Source: an optimization exercise on an open RTL-to-GDS flow (aim: small area, a short achievable clock period and few clock cycles per item). Production flows keep margins and buffers that such runs may drop. At most, simulation tests tie the RTL to the original design; equivalence was not proved. Power and IR drop assume default switching activity.

==> violet: inputs <==
==> flow/design.v (excerpt) <==
module stripe_engine (
    input  wire         clk,
    input  wire         rst,
    input  wire         in_valid,
    output wire         in_ready,
    input  wire [127:0] in_data,
    input  wire [4:0]   in_col,
    input  wire         in_last,
    input  wire [4:0]   in_a,
    input  wire [4:0]   in_b,
    output wire         out_valid,
    input  wire         out_ready,
    output wire [127:0] out_a,
    output wire [127:0] out_b
);
clock: 20.0 ns
lec_check: 0
abc_area: 1
cap_margin: 20
core_margin: 2
core_utilization: 40
slew_margin: 20
standard.sh (not shown) runs the stock make flow with config.mk's settings and CLKGATE_MAP_FILE= SYNTH_SCRIPT=/design/flow/synth_recipe.tcl, a recipe that flattens the netlist after the stock synthesis.
==> flow/flow/run.sh <==
#!/bin/bash
# Standard layout (the standard.sh: standard synthesis, floorplan, place,
# CTS, route, finish) with one change: repair_timing is asked to keep a
# setup margin, so it works on paths well inside the 20 ns period.
set -euo pipefail
MARGIN=$(cat flow/margin.txt)
bash standard.sh SETUP_SLACK_MARGIN="$MARGIN" finish > flow_make.log 2>&1
==> flow/flow/margin.txt <==
14.5
==> inputs of juniper, as changes to violet <==
--- a/flow/design.v
+++ b/flow/design.v
@@ -175,17 +175,18 @@
             last0 <= in_last;
             a0    <= in_a;
             b0    <= in_b;
             dab0  <= in_b - in_a;
         end
     end
     wire is_p = p0;
     wire is_q = q0;
-    wire [7:0] c = !go ? 8'h00 : is_p ? k0 : is_q ? k1 : (k0 ^ r);
+    reg  [7:0] c_r;
+    wire [7:0] c = c_r;
     wire [7:0] mc0 = c;
     wire [7:0] mc1 = mulx(mc0);
     wire [7:0] mc2 = mulx(mc1);
     wire [7:0] mc3 = mulx(mc2);
     wire [7:0] mc4 = mulx(mc3);
     wire [7:0] mc5 = mulx(mc4);
     wire [7:0] mc6 = mulx(mc5);
     wire [7:0] mc7 = mulx(mc6);
@@ -209,30 +210,44 @@
     end
     wire [4:0] n1 = col0 + 5'd1;
     wire [4:0] n2 = col0 + 5'd2;
     wire       skip2 = (n1 == a0) && (n2 == b0);
     wire       skip1 = (n1 == a0) || (n1 == b0);
     wire [7:0] r1 = mulx(r);
     wire [7:0] r2 = mulx(r1);
     wire [7:0] r3 = mulx(r2);
+    wire [7:0] r_step = skip2 ? r3 : skip1 ? r2 : r1;
     wire       u_pq = (a0 == 5'd30);                  
     wire       u_dq = (b0 == 5'd31) && !u_pq;         
     wire       u_dp = (b0 == 5'd30);                  
     wire       u_dd = (b0 < 5'd30);                   
     wire [7:0] t_d  = gf_t(dab0);
     wire [7:0] t_s  = u_dd ? t_d : 8'h01;
     wire [7:0] g_na = (u_dd || u_dp) ? gf_pow_neg(a0) : 8'h01;
     wire [7:0] gk0  = u_dq ? gf_pow(a0) : u_dd ? (t_d ^ 8'h01) : 8'h00;
     wire [7:0] gk1  = gf_mul(t_s, g_na);
     wire [7:0] gr0  = (a0 != 5'd0) ? gk1 : (b0 == 5'd1) ? mulx(mulx(t_s)) : mulx(t_s);
     wire [24:0] gc  = {u_dd || u_dp, gk0, gk1, gr0};
     wire v0_n    = take || (v0 && !go);
     wire setup_n = (go && last0) || (setup && !v0);
     wire ov_n    = (go && last0) || (ov && !out_ready);
+    wire       setup_now = v0 && setup;
+    wire       go_n  = v0_n && !setup_n && !ov_n;
+    wire       p_n   = acc_rdy ? (in_col == 5'd30) : p0;
+    wire       q_n   = acc_rdy ? (in_col == 5'd31) : q0;
+    wire [7:0] k0_n  = setup_now ? gc[23:16] : k0;
+    wire [7:0] k1_n  = setup_now ? gc[15:8] : k1;
+    wire [7:0] r_n   = setup_now ? gc[7:0] : (go && !is_p && !is_q) ? r_step : r;
+    always @(posedge clk) begin
+        if (rst || !go_n)
+            c_r <= 8'h00;
+        else
+            c_r <= p_n ? k0_n : q_n ? k1_n : (k0_n ^ r_n);
+    end
     always @(posedge clk) begin
         if (rst)
             rdy <= 1'b1;
         else
             rdy <= !v0_n || (!setup_n && !ov_n);
     end
     always @(posedge clk) begin
         if (rst) begin
@@ -256,13 +271,13 @@
             end
             if (go) begin
                 fst <= last0;
                 if (last0) begin
                     ov    <= 1'b1;
                     setup <= 1'b1;
                 end
                 if (!is_p && !is_q)
-                    r <= skip2 ? r3 : skip1 ? r2 : r1;
+                    r <= r_step;
             end
         end
     end
 endmodule
==> flow/flow/run.sh (replaced) <==
#!/bin/bash
# Standard layout (the standard.sh: standard synthesis, floorplan, place,
# CTS, route, finish) with two changes:
#  - repair_timing keeps a setup margin (flow/margin.txt), so it works on
#    paths well inside the 20 ns period;
#  - the port buffers that buffer_ports inserts are a plain buffer cell
#    (flow/portbuf.txt) rather than the resizer's default pick.
set -euo pipefail
MARGIN=$(cat flow/margin.txt)
PORTBUF=$(cat flow/portbuf.txt)
bash standard.sh SETUP_SLACK_MARGIN="$MARGIN" BUFFER_PORTS_ARGS="-buffer_cell $PORTBUF" finish > flow_make.log 2>&1
==> flow/flow/margin.txt (replaced) <==
15.0
==> flow/flow/portbuf.txt (new file) <==
sky130_fd_sc_hd__buf_2
- ABC_AREA: 1 -> default
- CORE_UTILIZATION: 40 -> 60
- CTS_CLUSTER_DIAMETER: default -> 60
- CTS_CLUSTER_SIZE: default -> 25
==> inputs of harbor, as changes to violet <==
--- a/flow/design.v
+++ b/flow/design.v
@@ -14,67 +14,35 @@
     output wire [127:0] out_b
 );
     function [7:0] mulx;
         input [7:0] v;
         begin
             mulx = {v[6:0], 1'b0} ^ (v[7] ? 8'h1D : 8'h00);
         end
     endfunction
-    function [7:0] gf_mul;
-        input [7:0] a;
-        input [7:0] b;
-        integer i;
-        reg [7:0] p;
+    function [7:0] divx;
+        input [7:0] v;
+        begin
+            divx = {v[0], v[7:1]} ^ (v[0] ? 8'h0E : 8'h00);
+        end
+    endfunction
+    function [7:0] div_pow;
+        input [7:0] v;
+        input [4:0] e;
         reg [7:0] t;
         begin
-            p = 8'h00;
-            t = a;
-            for (i = 0; i < 8; i = i + 1) begin
-                if (b[i])
-                    p = p ^ t;
-                t = mulx(t);
-            end
-            gf_mul = p;
-        end
-    endfunction
-    function [7:0] gf_pow_neg;
-        input [4:0] i;
-        begin
-            gf_pow_neg = 8'h00
-                   | ({8{i == 5'd0}} & 8'h01)
-                   | ({8{i == 5'd1}} & 8'h8E)
-                   | ({8{i == 5'd2}} & 8'h47)
-                   | ({8{i == 5'd3}} & 8'hAD)
-                   | ({8{i == 5'd4}} & 8'hD8)
-                   | ({8{i == 5'd5}} & 8'h6C)
-                   | ({8{i == 5'd6}} & 8'h36)
-                   | ({8{i == 5'd7}} & 8'h1B)
-                   | ({8{i == 5'd8}} & 8'h83)
-                   | ({8{i == 5'd9}} & 8'hCF)
-                   | ({8{i == 5'd10}} & 8'hE9)
-                   | ({8{i == 5'd11}} & 8'hFA)
-                   | ({8{i == 5'd12}} & 8'h7D)
-                   | ({8{i == 5'd13}} & 8'hB0)
-                   | ({8{i == 5'd14}} & 8'h58)
-                   | ({8{i == 5'd15}} & 8'h2C)
-                   | ({8{i == 5'd16}} & 8'h16)
-                   | ({8{i == 5'd17}} & 8'h0B)
-                   | ({8{i == 5'd18}} & 8'h8B)
-                   | ({8{i == 5'd19}} & 8'hCB)
-                   | ({8{i == 5'd20}} & 8'hEB)
-                   | ({8{i == 5'd21}} & 8'hFB)
-                   | ({8{i == 5'd22}} & 8'hF3)
-                   | ({8{i == 5'd23}} & 8'hF7)
-                   | ({8{i == 5'd24}} & 8'hF5)
-                   | ({8{i == 5'd25}} & 8'hF4)
-                   | ({8{i == 5'd26}} & 8'h7A)
-                   | ({8{i == 5'd27}} & 8'h3D)
-                   | ({8{i == 5'd28}} & 8'h90)
-                   | ({8{i == 5'd29}} & 8'h48);
+            t = v;
+            if (e[0]) t = divx(t);
+            if (e[1]) t = divx(divx(t));
+            if (e[2]) t = divx(divx(divx(divx(t))));
+            if (e[3]) t = divx(divx(divx(divx(divx(divx(divx(divx(t))))))));
+            if (e[4]) t = divx(divx(divx(divx(divx(divx(divx(divx(
+                          divx(divx(divx(divx(divx(divx(divx(divx(t))))))))))))))));
+            div_pow = t;
         end
     endfunction
     function [7:0] gf_pow;
         input [4:0] i;
         begin
             gf_pow = 8'h00
                    | ({8{i == 5'd0}} & 8'h01)
                    | ({8{i == 5'd1}} & 8'h02)
@@ -145,17 +113,16 @@
     endfunction
     reg [127:0] d0;
     reg [4:0]   col0;
     reg         p0;         
     reg         q0;         
     reg         last0;
     reg [4:0]   a0;
     reg [4:0]   b0;
-    reg [4:0]   dab0;       
     reg         v0;
     reg         setup;      
     reg         fst;        
     reg         ov;         
     reg         modeA;
     reg [7:0]   k0, k1, r;
     reg [127:0] acc_a, acc_b;
     reg         rdy;        
@@ -170,17 +137,16 @@
         if (acc_rdy) begin
             d0    <= in_data;
             col0  <= in_col;
             p0    <= (in_col == 5'd30);
             q0    <= (in_col == 5'd31);
             last0 <= in_last;
             a0    <= in_a;
             b0    <= in_b;
-            dab0  <= in_b - in_a;
         end
     end
     wire is_p = p0;
     wire is_q = q0;
     wire [7:0] c = !go ? 8'h00 : is_p ? k0 : is_q ? k1 : (k0 ^ r);
     wire [7:0] mc0 = c;
     wire [7:0] mc1 = mulx(mc0);
     wire [7:0] mc2 = mulx(mc1);
@@ -213,22 +179,20 @@
     wire       skip1 = (n1 == a0) || (n1 == b0);
     wire [7:0] r1 = mulx(r);
     wire [7:0] r2 = mulx(r1);
     wire [7:0] r3 = mulx(r2);
     wire       u_pq = (a0 == 5'd30);                  
     wire       u_dq = (b0 == 5'd31) && !u_pq;         
     wire       u_dp = (b0 == 5'd30);                  
     wire       u_dd = (b0 < 5'd30);                   
-    wire [7:0] t_d  = gf_t(dab0);
-    wire [7:0] t_s  = u_dd ? t_d : 8'h01;
-    wire [7:0] g_na = (u_dd || u_dp) ? gf_pow_neg(a0) : 8'h01;
+    wire [7:0] t_d  = gf_t(b0 - a0);
     wire [7:0] gk0  = u_dq ? gf_pow(a0) : u_dd ? (t_d ^ 8'h01) : 8'h00;
-    wire [7:0] gk1  = gf_mul(t_s, g_na);
-    wire [7:0] gr0  = (a0 != 5'd0) ? gk1 : (b0 == 5'd1) ? mulx(mulx(t_s)) : mulx(t_s);
+    wire [7:0] gk1  = div_pow(u_dd ? t_d : 8'h01, (u_dd || u_dp) ? a0 : 5'd0);
+    wire [7:0] gr0  = (a0 != 5'd0) ? gk1 : (b0 == 5'd1) ? mulx(mulx(gk1)) : mulx(gk1);
     wire [24:0] gc  = {u_dd || u_dp, gk0, gk1, gr0};
     wire v0_n    = take || (v0 && !go);
     wire setup_n = (go && last0) || (setup && !v0);
     wire ov_n    = (go && last0) || (ov && !out_ready);
     always @(posedge clk) begin
         if (rst)
             rdy <= 1'b1;
         else
- ABC_AREA: 1 -> default
==> inputs of yarrow, as changes to violet <==
--- a/flow/design.v
+++ b/flow/design.v
@@ -175,17 +175,18 @@
             last0 <= in_last;
             a0    <= in_a;
             b0    <= in_b;
             dab0  <= in_b - in_a;
         end
     end
     wire is_p = p0;
     wire is_q = q0;
-    wire [7:0] c = !go ? 8'h00 : is_p ? k0 : is_q ? k1 : (k0 ^ r);
+    reg  [7:0] c_r;
+    wire [7:0] c = c_r;
     wire [7:0] mc0 = c;
     wire [7:0] mc1 = mulx(mc0);
     wire [7:0] mc2 = mulx(mc1);
     wire [7:0] mc3 = mulx(mc2);
     wire [7:0] mc4 = mulx(mc3);
     wire [7:0] mc5 = mulx(mc4);
     wire [7:0] mc6 = mulx(mc5);
     wire [7:0] mc7 = mulx(mc6);
@@ -209,30 +210,44 @@
     end
     wire [4:0] n1 = col0 + 5'd1;
     wire [4:0] n2 = col0 + 5'd2;
     wire       skip2 = (n1 == a0) && (n2 == b0);
     wire       skip1 = (n1 == a0) || (n1 == b0);
     wire [7:0] r1 = mulx(r);
     wire [7:0] r2 = mulx(r1);
     wire [7:0] r3 = mulx(r2);
+    wire [7:0] r_step = skip2 ? r3 : skip1 ? r2 : r1;
     wire       u_pq = (a0 == 5'd30);                  
     wire       u_dq = (b0 == 5'd31) && !u_pq;         
     wire       u_dp = (b0 == 5'd30);                  
     wire       u_dd = (b0 < 5'd30);                   
     wire [7:0] t_d  = gf_t(dab0);
     wire [7:0] t_s  = u_dd ? t_d : 8'h01;
     wire [7:0] g_na = (u_dd || u_dp) ? gf_pow_neg(a0) : 8'h01;
     wire [7:0] gk0  = u_dq ? gf_pow(a0) : u_dd ? (t_d ^ 8'h01) : 8'h00;
     wire [7:0] gk1  = gf_mul(t_s, g_na);
     wire [7:0] gr0  = (a0 != 5'd0) ? gk1 : (b0 == 5'd1) ? mulx(mulx(t_s)) : mulx(t_s);
     wire [24:0] gc  = {u_dd || u_dp, gk0, gk1, gr0};
     wire v0_n    = take || (v0 && !go);
     wire setup_n = (go && last0) || (setup && !v0);
     wire ov_n    = (go && last0) || (ov && !out_ready);
+    wire       setup_now = v0 && setup;
+    wire       go_n  = v0_n && !setup_n && !ov_n;
+    wire       p_n   = acc_rdy ? (in_col == 5'd30) : p0;
+    wire       q_n   = acc_rdy ? (in_col == 5'd31) : q0;
+    wire [7:0] k0_n  = setup_now ? gc[23:16] : k0;
+    wire [7:0] k1_n  = setup_now ? gc[15:8] : k1;
+    wire [7:0] r_n   = setup_now ? gc[7:0] : (go && !is_p && !is_q) ? r_step : r;
+    always @(posedge clk) begin
+        if (rst || !go_n)
+            c_r <= 8'h00;
+        else
+            c_r <= p_n ? k0_n : q_n ? k1_n : (k0_n ^ r_n);
+    end
     always @(posedge clk) begin
         if (rst)
             rdy <= 1'b1;
         else
             rdy <= !v0_n || (!setup_n && !ov_n);
     end
     always @(posedge clk) begin
         if (rst) begin
@@ -256,13 +271,13 @@
             end
             if (go) begin
                 fst <= last0;
                 if (last0) begin
                     ov    <= 1'b1;
                     setup <= 1'b1;
                 end
                 if (!is_p && !is_q)
-                    r <= skip2 ? r3 : skip1 ? r2 : r1;
+                    r <= r_step;
             end
         end
     end
 endmodule
==> flow/flow/run.sh (replaced) <==
#!/bin/bash
# Standard layout (the standard.sh: standard synthesis, floorplan, place,
# CTS, route, finish) with two changes:
#  - repair_timing keeps a setup margin (flow/margin.txt), so it works on
#    paths well inside the 20 ns period;
#  - the port buffers that buffer_ports inserts are a plain buffer cell
#    (flow/portbuf.txt) rather than the resizer's default pick.
set -euo pipefail
MARGIN=$(cat flow/margin.txt)
PORTBUF=$(cat flow/portbuf.txt)
bash standard.sh SETUP_SLACK_MARGIN="$MARGIN" BUFFER_PORTS_ARGS="-buffer_cell $PORTBUF" finish > flow_make.log 2>&1
==> flow/flow/margin.txt (replaced) <==
14.7
==> flow/flow/portbuf.txt (new file) <==
sky130_fd_sc_hd__buf_2
- CORE_UTILIZATION: 40 -> 60
==> impl.org <==
** Outcome
- Outcome :: finished clean

** Logic synthesis
- In this run, synthesis produced a sequential element count of 445.
- Of the post-synthesis cell area, the dominant cell type holds 0.179.
- Of the total synthesized cell area, the portion taken by AND, OR, NAND and NOR gates is 0.251.
- Cell area after synthesis :: 34800 µm²

** Drt
- For this block, the routed nets add up to about 110000 µm of wire.

** Power and ir drop
- Proportion of power drawn by flip-flops and latches :: 0.249
- The internal portion of the total power is 3.53 mW.

** Floorplan
- The floorplan step set the die width to between 200 and 250 µm.

** Setup path
- The critical path contains buffers and inverters numbering 3 combined.
- Kind of capture point of the worst setup path :: flip-flop

** STA
- Max Clk Rate :: 0.187 GHz

** Finish
- The clock buffers instantiated in the layout total 65.
[end of results for yarrow]
==> impl.org <==
** Logic synthesis
- Of the total synthesized cell area, the portion taken by AND, OR, NAND and NOR gates is 0.228.
- Cell area after synthesis :: roughly 37000 µm²
- Counting flops and latches in the post-synthesis netlist gives 432.

** Drt
- Summed over all layers, the routed wires come to 136000 µm.
- DR DRC count :: 0

** GRT
- Initial antenna violation count :: 1

** Placement
- Total instance count after detailed placement :: about 6300

** Floorplan
- Measured along the x axis, the die boundary spans between 300 and 400 µm.

** STA
- Static timing analysis puts the maximum clock frequency at ~0.16 GHz.

** Setup path
- Max Fanout on Critical Path :: 7
- Buffering stage count on the worst path with inverters included :: 6
- STA classifies the critical path endpoint as a flip-flop.

** Outcome
- The run finished with no timing, DRC or antenna violations.

** Finish
- Clock buffers in the final layout number 75.

** Power and ir drop
- Proportion of power drawn by flip-flops and latches :: 0.244

** Clock network
- Post-CTS setup buffers :: 76
[end of results for harbor]
==> impl.org <==
** Outcome
- Outcome :: finished clean

** Logic synthesis
- Of the post-synthesis cell area, the dominant cell type holds 0.243.
- Of the total synthesized cell area, the portion taken by AND, OR, NAND and NOR gates is 0.210.
- Counting flops and latches in the post-synthesis netlist gives ~450.
- Summing every instance area after synthesis gives 37400 µm².

** Setup path
- Buffering stage count on the worst path with inverters included :: 1
- Kind of capture point of the worst setup path :: output pin

** Finish
- The layout has between 40 and 50 clock buffers.

** STA
- Max Clk Rate :: between 0.15 and 0.2 GHz

** Drt
- After detailed routing, the total wire length is ~120000 µm.

** Power and ir drop
- The internal portion of the total power is approximately 4.4 mW.
- Of the total power, registers draw 0.229.
[end of results for juniper]
==> impl.org <==
** Outcome
- Outcome :: finished clean

** Logic synthesis
- Synthesis inferred between 400 and 500 register bits.
- Area share of the largest cell type after synthesis :: 0.184
- After synthesis the cells add up to ~40000 µm².

** Power and ir drop
- Proportion of power drawn by flip-flops and latches :: 0.285
- The internal power of the cells totals 2.97 mW.

** STA
- Max Clk Rate :: between 0.15 and 0.2 GHz

** Finish
- Count of clock buffers in the final design :: 73

** Setup path
- The worst setup path is captured at an output pin.
[end of results for violet]
Testbench counts of juniper, summed over its fixed seeds: cycles 26,344, groups 2,400.
Testbench counts of yarrow, summed over its fixed seeds: cycles 26,344, groups 2,400.
Only the layout flow was run in violet and harbor; the RTL was not checked for function there.

## afterwards: timing with drivers on the ports
How much do the figures lean on ideal ports? The routed layouts below were timed once more, with nothing changed but the port constraints.
Step 1 (the two cells are an assumption about what drives the block):
set clk [get_ports {clk}]
set_driving_cell -lib_cell sky130_fd_sc_hd__clkbuf_16 $clk
set_driving_cell -lib_cell sky130_fd_sc_hd__buf_2 [delete_from_list [all_inputs] $clk]
Step 2 also shifts input and output timing later by t, the mid clock arrival at the registers, as if the neighbouring blocks saw the same clock.
a / b / c = ideal / step 1 / step 2; a / b = the first two.
run | t, ns | setup slack, ns | worst setup path at the end | worst register clock-pin slew, ns
violet | 0.742 | 14.516 / 14.435 / 14.202 | input to register | 0.07 / 0.07
juniper | 0.661 | 14.902 / 14.837 / 14.381 | input to register | 0.09 / 0.09
harbor | 0.707 | 13.832 / 13.832 / 13.832 | register to register | 0.07 / 0.07
yarrow | 0.679 | 14.659 / 14.693 / 14.015 | input to register | 0.07 / 0.07
After both steps setup and hold are still met in every run listed. The setup slack of yarrow, which loses most, moves by +0.034 ns with the drivers and by -0.644 ns with both steps.
